This is an optimization exercise on Yosys and OpenROAD, whose aim is small area, a short achievable clock period and few clock cycles, not a production implementation. Function was checked by simulation only, so behaviour that the tests miss may differ from the original.

--- flow/design.v ---
module scn_digest (
    input  wire         clk,
    input  wire         rst,
    input  wire         in_valid,
    output wire         in_ready,
    input  wire [255:0] in_data,
    input  wire         in_last,
    output reg          out_valid,
    output wire [383:0] out_digest
);
    localparam [63:0] IV0 = 64'hcbbb9d5dc1059ed8;
    localparam [63:0] IV1 = 64'h629a292a367cd507;
    localparam [63:0] IV2 = 64'h9159015a3070dd17;
    localparam [63:0] IV3 = 64'h152fecd8f70e5939;
    localparam [63:0] IV4 = 64'h67332667ffc00b31;
    localparam [63:0] IV5 = 64'h8eb44a8768581511;
    localparam [63:0] IV6 = 64'hdb0c2e0d64f98fa7;
    localparam [63:0] IV7 = 64'h47b5481dbefa4fa4;
    function [63:0] rotr(input [63:0] x, input integer n);
        rotr = (x >> n) | (x << (64 - n));
    endfunction
    function [63:0] be_word(input [255:0] dsc, input integer k);
        integer m;
        begin
            for (m = 0; m < 8; m = m + 1)
                be_word[63 - 8 * m -: 8] = dsc[64 * k + 8 * m +: 8];
        end
    endfunction
    reg  [6:0]  r;             
    reg         idle;          
    reg         fin;           
    reg         first;         
    reg         nxt;           
    reg         ended;         
    reg         padded;        
    reg  [23:0] cnt;           
    reg         r77, r78, r79;     
    reg         slot;              
    reg         k3;                
    reg         rdy;               
    reg         must;              
    reg         cv_h, cv_iv;       
    reg         nx_h, nx_iv;       
    reg  [1023:0] w;           
    reg  [63:0] a, b, c, d, e, f, g, h;
    reg  [63:0] hkw;           
    reg  [63:0] k_nx;          
    reg  [63:0] H0, H1, H2, H3, H4, H5, H6, H7;
    assign in_ready = rdy;
    wire take = rdy & in_valid;
    wire adv  = ~must | in_valid;
    wire pad_slot = ended & ~(r78 & fin);
    wire tail = r77 | r78 | r79;
    wire [63:0] S0  = rotr(a, 28) ^ rotr(a, 34) ^ rotr(a, 39);
    wire [63:0] S1  = rotr(e, 14) ^ rotr(e, 18) ^ rotr(e, 41);
    wire [63:0] ch  = (e & f) ^ (~e & g);
    wire [63:0] maj = (a & b) ^ (a & c) ^ (b & c);
    wire [63:0] h0m = ({64{r79 & cv_h}} & H0) | ({64{r79 & cv_iv}} & IV0);
    wire [63:0] h4m = ({64{r79 & cv_h}} & H4) | ({64{r79 & cv_iv}} & IV4);
    wire [63:0] t_s = hkw ^ S1 ^ ch;
    wire [63:0] t_c = ((hkw & S1) | (hkw & ch) | (S1 & ch)) << 1;
    wire [63:0] e_s1 = t_s ^ t_c ^ d;
    wire [63:0] e_c1 = ((t_s & t_c) | (t_s & d) | (t_c & d)) << 1;
    wire [63:0] e_s2 = e_s1 ^ e_c1 ^ h4m;
    wire [63:0] e_c2 = ((e_s1 & e_c1) | (e_s1 & h4m) | (e_c1 & h4m)) << 1;
    wire [63:0] e_new = e_s2 + e_c2;
    wire [63:0] u_s = S0 ^ maj ^ h0m;
    wire [63:0] u_c = ((S0 & maj) | (S0 & h0m) | (maj & h0m)) << 1;
    wire [63:0] a_s1 = t_s ^ t_c ^ u_s;
    wire [63:0] a_c1 = ((t_s & t_c) | (t_s & u_s) | (t_c & u_s)) << 1;
    wire [63:0] a_s2 = a_s1 ^ a_c1 ^ u_c;
    wire [63:0] a_c2 = ((a_s1 & a_c1) | (a_s1 & u_c) | (a_c1 & u_c)) << 1;
    wire [63:0] a_new = a_s2 + a_c2;
    wire [63:0] ha_op = ({64{r77 & cv_h}} & H3) | ({64{r78 & cv_h}} & H2) | ({64{r79 & cv_h}} & H1)
                      | ({64{r77 & cv_iv}} & IV3) | ({64{r78 & cv_iv}} & IV2) | ({64{r79 & cv_iv}} & IV1);
    wire [63:0] ha_sum = ha_op + a;
    wire [63:0] he_op = ({64{r77 & cv_h}} & H7) | ({64{r78 & cv_h}} & H6) | ({64{r79 & cv_h}} & H5)
                      | ({64{r77 & cv_iv}} & IV7) | ({64{r78 & cv_iv}} & IV6) | ({64{r79 & cv_iv}} & IV5);
    wire [63:0] ws1 = rotr(w[959:896], 19) ^ rotr(w[959:896], 61) ^ (w[959:896] >> 6);
    wire [63:0] ws0 = rotr(w[127:64], 1) ^ rotr(w[127:64], 8) ^ (w[127:64] >> 7);
    wire [63:0] q0 = tail ? e : ws1;
    wire [63:0] q1 = he_op | ({64{~tail}} & w[639:576]);
    wire [63:0] q2 = {64{~tail}} & ws0;
    wire [63:0] q3 = {64{~tail}} & w[63:0];
    wire [63:0] q_s1 = q0 ^ q1 ^ q2;
    wire [63:0] q_c1 = ((q0 & q1) | (q0 & q2) | (q1 & q2)) << 1;
    wire [63:0] q_s2 = q_s1 ^ q_c1 ^ q3;
    wire [63:0] q_c2 = ((q_s1 & q_c1) | (q_s1 & q3) | (q_c1 & q3)) << 1;
    wire [63:0] wn = q_s2 + q_c2;
    reg  [63:0] k_rom;
    always @(*) begin
        case (r)
            7'd0: k_rom = 64'hb5c0fbcfec4d3b2f;
            7'd1: k_rom = 64'he9b5dba58189dbbc;
            7'd2: k_rom = 64'h3956c25bf348b538;
            7'd3: k_rom = 64'h59f111f1b605d019;
            7'd4: k_rom = 64'h923f82a4af194f9b;
            7'd5: k_rom = 64'hab1c5ed5da6d8118;
            7'd6: k_rom = 64'hd807aa98a3030242;
            7'd7: k_rom = 64'h12835b0145706fbe;
            7'd8: k_rom = 64'h243185be4ee4b28c;
            7'd9: k_rom = 64'h550c7dc3d5ffb4e2;
            7'd10: k_rom = 64'h72be5d74f27b896f;
            7'd11: k_rom = 64'h80deb1fe3b1696b1;
            7'd12: k_rom = 64'h9bdc06a725c71235;
            7'd13: k_rom = 64'hc19bf174cf692694;
            7'd14: k_rom = 64'he49b69c19ef14ad2;
            7'd15: k_rom = 64'hefbe4786384f25e3;
            7'd16: k_rom = 64'h0fc19dc68b8cd5b5;
            7'd17: k_rom = 64'h240ca1cc77ac9c65;
            7'd18: k_rom = 64'h2de92c6f592b0275;
            7'd19: k_rom = 64'h4a7484aa6ea6e483;
            7'd20: k_rom = 64'h5cb0a9dcbd41fbd4;
            7'd21: k_rom = 64'h76f988da831153b5;
            7'd22: k_rom = 64'h983e5152ee66dfab;
            7'd23: k_rom = 64'ha831c66d2db43210;
            7'd24: k_rom = 64'hb00327c898fb213f;
            7'd25: k_rom = 64'hbf597fc7beef0ee4;
            7'd26: k_rom = 64'hc6e00bf33da88fc2;
            7'd27: k_rom = 64'hd5a79147930aa725;
            7'd28: k_rom = 64'h06ca6351e003826f;
            7'd29: k_rom = 64'h142929670a0e6e70;
            7'd30: k_rom = 64'h27b70a8546d22ffc;
            7'd31: k_rom = 64'h2e1b21385c26c926;
            7'd32: k_rom = 64'h4d2c6dfc5ac42aed;
            7'd33: k_rom = 64'h53380d139d95b3df;
            7'd34: k_rom = 64'h650a73548baf63de;
            7'd35: k_rom = 64'h766a0abb3c77b2a8;
            7'd36: k_rom = 64'h81c2c92e47edaee6;
            7'd37: k_rom = 64'h92722c851482353b;
            7'd38: k_rom = 64'ha2bfe8a14cf10364;
            7'd39: k_rom = 64'ha81a664bbc423001;
            7'd40: k_rom = 64'hc24b8b70d0f89791;
            7'd41: k_rom = 64'hc76c51a30654be30;
            7'd42: k_rom = 64'hd192e819d6ef5218;
            7'd43: k_rom = 64'hd69906245565a910;
            7'd44: k_rom = 64'hf40e35855771202a;
            7'd45: k_rom = 64'h106aa07032bbd1b8;
            7'd46: k_rom = 64'h19a4c116b8d2d0c8;
            7'd47: k_rom = 64'h1e376c085141ab53;
            7'd48: k_rom = 64'h2748774cdf8eeb99;
            7'd49: k_rom = 64'h34b0bcb5e19b48a8;
            7'd50: k_rom = 64'h391c0cb3c5c95a63;
            7'd51: k_rom = 64'h4ed8aa4ae3418acb;
            7'd52: k_rom = 64'h5b9cca4f7763e373;
            7'd53: k_rom = 64'h682e6ff3d6b2b8a3;
            7'd54: k_rom = 64'h748f82ee5defb2fc;
            7'd55: k_rom = 64'h78a5636f43172f60;
            7'd56: k_rom = 64'h84c87814a1f0ab72;
            7'd57: k_rom = 64'h8cc702081a6439ec;
            7'd58: k_rom = 64'h90befffa23631e28;
            7'd59: k_rom = 64'ha4506cebde82bde9;
            7'd60: k_rom = 64'hbef9a3f7b2c67915;
            7'd61: k_rom = 64'hc67178f2e372532b;
            7'd62: k_rom = 64'hca273eceea26619c;
            7'd63: k_rom = 64'hd186b8c721c0c207;
            7'd64: k_rom = 64'heada7dd6cde0eb1e;
            7'd65: k_rom = 64'hf57d4f7fee6ed178;
            7'd66: k_rom = 64'h06f067aa72176fba;
            7'd67: k_rom = 64'h0a637dc5a2c898a6;
            7'd68: k_rom = 64'h113f9804bef90dae;
            7'd69: k_rom = 64'h1b710b35131c471b;
            7'd70: k_rom = 64'h28db77f523047d84;
            7'd71: k_rom = 64'h32caab7b40c72493;
            7'd72: k_rom = 64'h3c9ebe0a15c9bebc;
            7'd73: k_rom = 64'h431d67c49c100d4c;
            7'd74: k_rom = 64'h4cc5d4becb3e42b6;
            7'd75: k_rom = 64'h597f299cfc657e2a;
            7'd76: k_rom = 64'h5fcb6fab3ad6faec;
            7'd77: k_rom = 64'h6c44198c4a475817;
            7'd78: k_rom = 64'h428a2f98d728ae22;
            7'd79: k_rom = 64'h7137449123ef65cd;
            default: k_rom = 64'h0;
        endcase
    end
    wire [63:0] hn  = ({64{~r79}} & g) | ({64{r79 & nx_h}} & H7) | ({64{r79 & nx_iv}} & IV7);
    wire [63:0] wnx = w[831:768];
    wire [63:0] k_s = hn ^ k_nx ^ wnx;
    wire [63:0] k_c = ((hn & k_nx) | (hn & wnx) | (k_nx & wnx)) << 1;
    wire [63:0] hkw_new = k_s + k_c;
    wire [63:0] ld0 = pad_slot ? (padded ? 64'd0 : 64'h8000000000000000) : be_word(in_data, 0);
    wire [63:0] ld1 = pad_slot ? 64'd0 : be_word(in_data, 1);
    wire [63:0] ld2 = pad_slot ? 64'd0 : be_word(in_data, 2);
    wire [63:0] ld3 = pad_slot ? (k3 ? {32'd0, cnt, 8'd0} : 64'd0) : be_word(in_data, 3);
    always @(posedge clk) begin
        if (adv) begin
            if (slot) begin
                w[767:0]    <= w[831:64];
                w[831:768]  <= ld0;
                w[895:832]  <= ld1;
                w[959:896]  <= ld2;
                w[1023:960] <= ld3;
            end else begin
                w[959:0]    <= w[1023:64];
                w[1023:960] <= wn;
            end
            hkw  <= hkw_new;
            k_nx <= k_rom;
            a <= (r79 & nx_iv) ? IV0 : a_new;
            e <= (r79 & nx_iv) ? IV4 : e_new;
            if (r79) begin
                b <= nx_iv ? IV1 : ha_sum;
                c <= nx_iv ? IV2 : H2;
                d <= nx_iv ? IV3 : H3;
                f <= nx_iv ? IV5 : wn;
                g <= nx_iv ? IV6 : H6;
                h <= nx_iv ? IV7 : H7;
            end else begin
                b <= a; c <= b; d <= c;
                f <= e; g <= f; h <= g;
            end
            if (r78) begin H2 <= ha_sum; H6 <= wn; end
        end
        if (r77) begin H3 <= ha_sum; H7 <= wn; end
        if (r79) begin H1 <= ha_sum; H5 <= wn; H0 <= a_new; H4 <= e_new; end
    end
    reg  [6:0]  r_n;
    reg         idle_n, fin_n, first_n, nxt_n, ended_n, padded_n;
    reg  [23:0] cnt_n;
    reg         r77_n, r78_n, r79_n, slot_n, k3_n, ov_n;
    always @(*) begin
        r_n = r; idle_n = idle; fin_n = fin; first_n = first; nxt_n = nxt;
        ended_n = ended; padded_n = padded; cnt_n = cnt;
        r77_n = r77; r78_n = r78; r79_n = r79; slot_n = slot; k3_n = k3;
        ov_n = 1'b0;
        if (adv) begin
            r_n   = r + 7'd1;
            r77_n = (r == 7'd76);
            r78_n = (r == 7'd77);
            r79_n = r78;
            slot_n = (r == 7'd77) | (r == 7'd1) | (r == 7'd5) | (r == 7'd9);
            k3_n  = (r == 7'd9);
            if (take) begin
                cnt_n   = (r78 & fin) ? 24'd1 : cnt + 24'd1;
                ended_n = in_last;
            end
            if (slot & pad_slot)
                padded_n = 1'b1;
            if (r78) begin
                nxt_n = ~fin | take;
                if (fin) begin
                    padded_n = 1'b0;
                    if (!take) begin
                        cnt_n   = 24'd0;
                        ended_n = 1'b0;
                    end
                end
            end
            if (k3)
                fin_n = ended;
            if (r79) begin
                ov_n = fin & ~idle;
                if (nxt) begin
                    r_n     = 7'd0;
                    idle_n  = 1'b0;
                    first_n = fin;
                    fin_n   = 1'b0;
                end else begin
                    r_n    = 7'd78;
                    r78_n  = 1'b1;
                    slot_n = 1'b1;
                    idle_n = 1'b1;
                end
            end
        end
        if (rst) begin
            r_n = 7'd78; idle_n = 1'b1; fin_n = 1'b1; first_n = 1'b1; nxt_n = 1'b0;
            ended_n = 1'b0; padded_n = 1'b0; cnt_n = 24'd0;
            r77_n = 1'b0; r78_n = 1'b1; r79_n = 1'b0; slot_n = 1'b1; k3_n = 1'b0;
            ov_n = 1'b0;
        end
    end
    wire pad_n = ended_n & ~(r78_n & fin_n);
    always @(posedge clk) begin
        r <= r_n; idle <= idle_n; fin <= fin_n; first <= first_n; nxt <= nxt_n;
        ended <= ended_n; padded <= padded_n; cnt <= cnt_n;
        r77 <= r77_n; r78 <= r78_n; r79 <= r79_n; slot <= slot_n; k3 <= k3_n;
        out_valid <= ov_n;
        rdy   <= slot_n & ~pad_n;
        must  <= slot_n & ~pad_n & ~(r78_n & fin_n & ~idle_n);
        cv_h  <= ~first_n;
        cv_iv <= first_n;
        nx_h  <= ~fin_n;
        nx_iv <= fin_n;
    end
    genvar gi;
    generate
        for (gi = 0; gi < 8; gi = gi + 1) begin : g_dig
            assign out_digest[      8 * gi +: 8] = H0[63 - 8 * gi -: 8];
            assign out_digest[ 64 + 8 * gi +: 8] = H1[63 - 8 * gi -: 8];
            assign out_digest[128 + 8 * gi +: 8] = H2[63 - 8 * gi -: 8];
            assign out_digest[192 + 8 * gi +: 8] = H3[63 - 8 * gi -: 8];
            assign out_digest[256 + 8 * gi +: 8] = H4[63 - 8 * gi -: 8];
            assign out_digest[320 + 8 * gi +: 8] = H5[63 - 8 * gi -: 8];
        end
    endgenerate
endmodule
--- flow/run.sh ---
#!/bin/bash
# synth_recipe.tcl (not shown) runs the flow's synth.tcl, then flattens the netlist and writes it again
# the make line also repeats each setting of config.mk as NAME=value (left out here)
make -C /OpenROAD-flow-scripts/flow DESIGN_CONFIG=/design/flow/config.mk WORK_HOME=/design/flow/orfs CLKGATE_MAP_FILE= SYNTH_SCRIPT=/design/flow/synth_recipe.tcl finish
--- flow/config.mk ---
export PLATFORM = sky130hd
export DESIGN_NAME = scn_digest
export DESIGN_NICKNAME = scn_digest
export VERILOG_FILES = /design/flow/design.v
export SDC_FILE = /design/flow/constraint.sdc
export NUM_CORES = 4
export LEC_CHECK = 0
export CAP_MARGIN = 20
export CORE_MARGIN = 2
export CORE_UTILIZATION = 40
export SETUP_SLACK_MARGIN = 5
export SLEW_MARGIN = 20
export SYNTH_MEMORY_MAX_BITS = 16384
--- flow/constraint.sdc ---
create_clock -name core_clock -period 11.0 [get_ports {clk}]
set_input_delay 2.2000 -clock core_clock [delete_from_list [all_inputs] [get_ports {clk}]]
set_output_delay 2.2000 -clock core_clock [all_outputs]
set_load 0.01 [all_outputs]
==> summary.md <==
| Metric | Value |
|---|---|
| Worst EP arrival | 6.94 ns |
| Worst slew margin | under 10% |
| Largest Register | w |
| Vias in the first global route | 92147 |
| # hold bufs at CTS | 0 |
| RR Startpoint | r79$_SDFFE_PP0N_ |
| I/O pin count | ~650 |
| Critical path's slowest cell | a222oi_1 |
| GRT overflow | 0 |
| Synth area leader | edfxtp_1 |
| Vias | about 97000 |
| Port Buffer Count | 645 |
| Routed wire per std cell | 38.05 microns |
| Core Box Area | 306600 sq um |
| Worst hold path type | reg2reg |
| Synth cell types | 88 |
| WHS Endpoint | w[676]$_DFFE_PN_ |
| Hpwl dp | 456500 microns |
| Routed Antenna Nets | 0 |
| Most common library cells after synthesis | 2112 x edfxtp_1, 996 x inv_1, 993 x nand2_1, 704 x a21oi_1, 614 x clkbuf_1 |
| Final setup TNS | 0 ns |
| Min cycle time layout | ~6.3 ns |
| FP Rows | 203 |
| CP Capture Type | flop |
| Crit path max fanout | 6 |
| Synth Cell Area | about 120000 sq um |
| Post-synth EDFFs | around 2100 |
| DRC | 0 |
| First-pass GRT wire length | around 800000 microns |
| Fmax | 0.1599 GHz |
| TritonCTS sink count | 2159 |
| Nets | 12642 |
| Final Cycle Share | 56.84% |
| Syn avg cell area | around 12 sq um |
| Asr flop ratio synth | 0% |
| CP Buf/Inv Count | 5 |
| Yosys top cell area share | 51.37% |
| Final setup vio count | 0 |
| Crit Path Class | reg2reg |
| Worst r2r dst | f[56]$_DFFE_PN_ |
| Cell count after synthesis | roughly 11000 |
| Total of max-cap violations | 0 |
| Net Count, Synth | 11881 |
| Routability cong. | approximately 1.1 |
| Crit path launch type | flop |
| Final setup margin | 4.748 ns |
| CTS Buffer Depth | 4 |
| Max Slew Vio Count | 0 |
| DIE WIDTH | 559.6 microns |
| Pre-CTS WS | ~2.9 ns |
| All-layer global routing usage | between 30% and 40% |
| Least-Margin Pin Slew | 1.349 ns |
| Primary FF master, synth | edfxtp_1 |
| Die H | 559.6 microns |
| Crit-path leading delay family | compound AO/OA/AOI/OAI gates |
| Top-count cell post-synth | edfxtp_1 |
| Drt first pass iters | 8 |
| Max FFs per register | 1024 |
| Hold_sp | w[740]$_DFFE_PN_ |
| Cts bufs inserted | approximately 240 |
| Setup Skew | ~0.096 ns |
| Total wire length | 601300 microns |
| Area Overhead vs Synth | 21.02% |
| Top cells by area, synth | edfxtp_1 51%, fa_1 9.2%, xnor2_1 3.9% |
| Outcome | complete, no violations |
| Avg Vias per Cell | 6.119 |
| 1st-iter DRT viols | between 10000 and 15000 |
| Synth warn | 1 |
| Slowest stage delay, CP | 0.93 ns |
| CP cell instances | buf_12, buf_4, and2_4, buf_4, a222oi_1, and3_1, fa_1, fa_1, inv_1, ha_4, a21o_4, a2111oi_4, o31ai_1, a21o_4, a21bo_4, a2111oi_4, buf_6, o31ai_4, a31oi_2, xor2_2, o31ai_1 |
| Reg clk slew, reported paths | 0.06 ns |
| Root Driver | clkbuf_16 |
| Htree depth | 4 |
| Die Area | 313100 sq um |
| Initial core utilization | slightly above 40% |
| CP Data Required Time | 11.69 ns |
| Worst skew pair latency | 0.98 ns |
| Layout cells sized above 1 | a little over an eighth |
| Sequential fraction of the synthesis area | 52.13% |
| CTS tree | built |
| Synth Register Bits | 2159 |
| Final Hold Fails | 0 |
| Pin count of the biggest net entering global routing | around 180 |
| Reg2Reg Depth | 21 |
| Initial antenna violation count | 57 |
| Hold path depth | 0 |
| RSZ-0062 raised after global routing | yes |
## routing by layer
metal | vias to the layer above | GRT usage (%) | wire (microns)
met4 | 24 | 16.69 | 32200
met1 | 50101 | 52.33 | 247000
met5 | - | 0 | 371
met3 | 1017 | 9.487 | 65980
li1 | 39853 | - | -
met2 | 5698 | 53.86 | 255700
## cell type report
class	count	area [sq um]
clock buffers	270	6168
repair buffers	1199	11880
inverters	999	3782
well taps	4100	5130
fillers	27617	157200
multi-input cells	6877	56080
flip-flops and latches	2159	64400
clock inverters	176	1918
diodes	23	57.56
## logic make-up (layout without fill, tap and decap cells)
kind of cell | Yosys count | after routing | share of synthesized area (%)
AOI/OAI and AO/OA | 2650 | 2650 | 14.57
and+or+nand+nor | 2374 | 2380 | 8.705
DFF | 2159 | 2159 | 52.13
buffers and inverters | 1683 | 2644 | 5.121
adders and majority gates | 936 | 936 | 12.88
xor gates and xnor gates | 833 | 833 | 5.909
muxes | 78 | 78 | 0.6841
other | 0 | 23 | 0
## metrics by stage
stage | std cells | util (%) | hold slack [ns] | instance area [sq um]
final | 15803 | 48.74 | 0.3870 | 149400
after global routing | 15785 | 48.72 | 0.3859 | 149400
after CTS | 15687 | 47.97 | 0.3790 | 147100
after detailed placement | 15004 | 43.94 | 0.4045 | 134700
after global placement | 15001 | 43.91 | 0.4002 | 134600
after floorplan | 10713 | - | 0.4003 | 123600
## placed cells by master (no fill, tap or decap), types with 48 or more instances in the layout
cell | Yosys | layout
xor2_1 | 289 | 257
clkbuf_16 | 0 | 242
and3_1 | 133 | 121
a21oi_1 | 704 | 659
o22ai_1 | 57 | 56
edfxtp_1 | 2112 | 2112
buf_12 | 0 | 54
nand4_1 | 78 | 78
ha_1 | 340 | 283
nor2_1 | 537 | 516
a21o_1 | 245 | 243
or2_2 | 78 | 75
nand3_1 | 180 | 176
a31oi_1 | 89 | 77
nand2b_1 | 53 | 53
nand2_1 | 993 | 982
clkdlybuf4s50_1 | 0 | 645
a211oi_1 | 70 | 62
o2bb2ai_1 | 253 | 253
xnor2_2 | 0 | 71
o22a_1 | 111 | 111
clkinv_2 | 0 | 48
a22o_1 | 118 | 118
o21ai_0 | 426 | 387
nor3_1 | 100 | 90
a22oi_1 | 101 | 100
inv_1 | 996 | 980
fa_1 | 568 | 540
xnor2_1 | 544 | 460
mux2i_1 | 72 | 55
and2_1 | 93 | 83
o21bai_1 | 76 | 74
buf_4 | 0 | 436
## timing repair
item                                    in CTS  in global routing
pin swaps                                   90                142
endpoints found under the setup margin     524                249
resized for setup                          349                308
buffers inserted                           221                 91
cloned                                      16                  2
## how the worst max path moves through the flow
stage,startpoint,endpoint,slack [ns],cells past startpoint
4_1_cts,r79$_SDFFE_PP0N_,f[48]$_DFFE_PN_,4.92,23
3_5_place_dp,r77$_SDFFE_PP0N_,f[48]$_DFFE_PN_,2.87,20
3_3_place_gp,r77$_SDFFE_PP0N_,f[48]$_DFFE_PN_,2.91,20
6_report,r79$_SDFFE_PP0N_,f[56]$_DFFE_PN_,4.75,21
5_1_grt,r79$_SDFFE_PP0N_,f[56]$_DFFE_PN_,4.74,23
2_1_floorplan,r79$_SDFFE_PP0N_,a[49]$_SDFFCE_PP1N_,3.71,21
Testbench counts, summed over its fixed seeds: cycles 50,184.

==> separate check: timing with driven ports <==
In the flow no input, the clock included, has a driving cell. The finished layout below was timed again as built, in two steps. Step 1 (the two cells are an assumption about what drives the block):
set clk [get_ports {clk}]
set_driving_cell -lib_cell sky130_fd_sc_hd__clkbuf_16 $clk
set_driving_cell -lib_cell sky130_fd_sc_hd__buf_2 [delete_from_list [all_inputs] $clk]
Step 2 adds t to the input delays and takes it off the output delays; t is the mean of the earliest and latest rising clock arrival at the registers after step 1. Input paths then give back, and output paths get back, about the clock's delay inside the block. Slacks: ideal / step 1 / step 2; pairs: ideal / step 1.
t, ns: 1.043
slack for setup (ns): 4.748 / 4.748 / 4.257
worst slew at a driven data input, ns: 0.13
After both steps this run still meets setup and hold. The setup slack of this run moves by 0.000 ns with the drivers and by -0.491 ns with both steps.
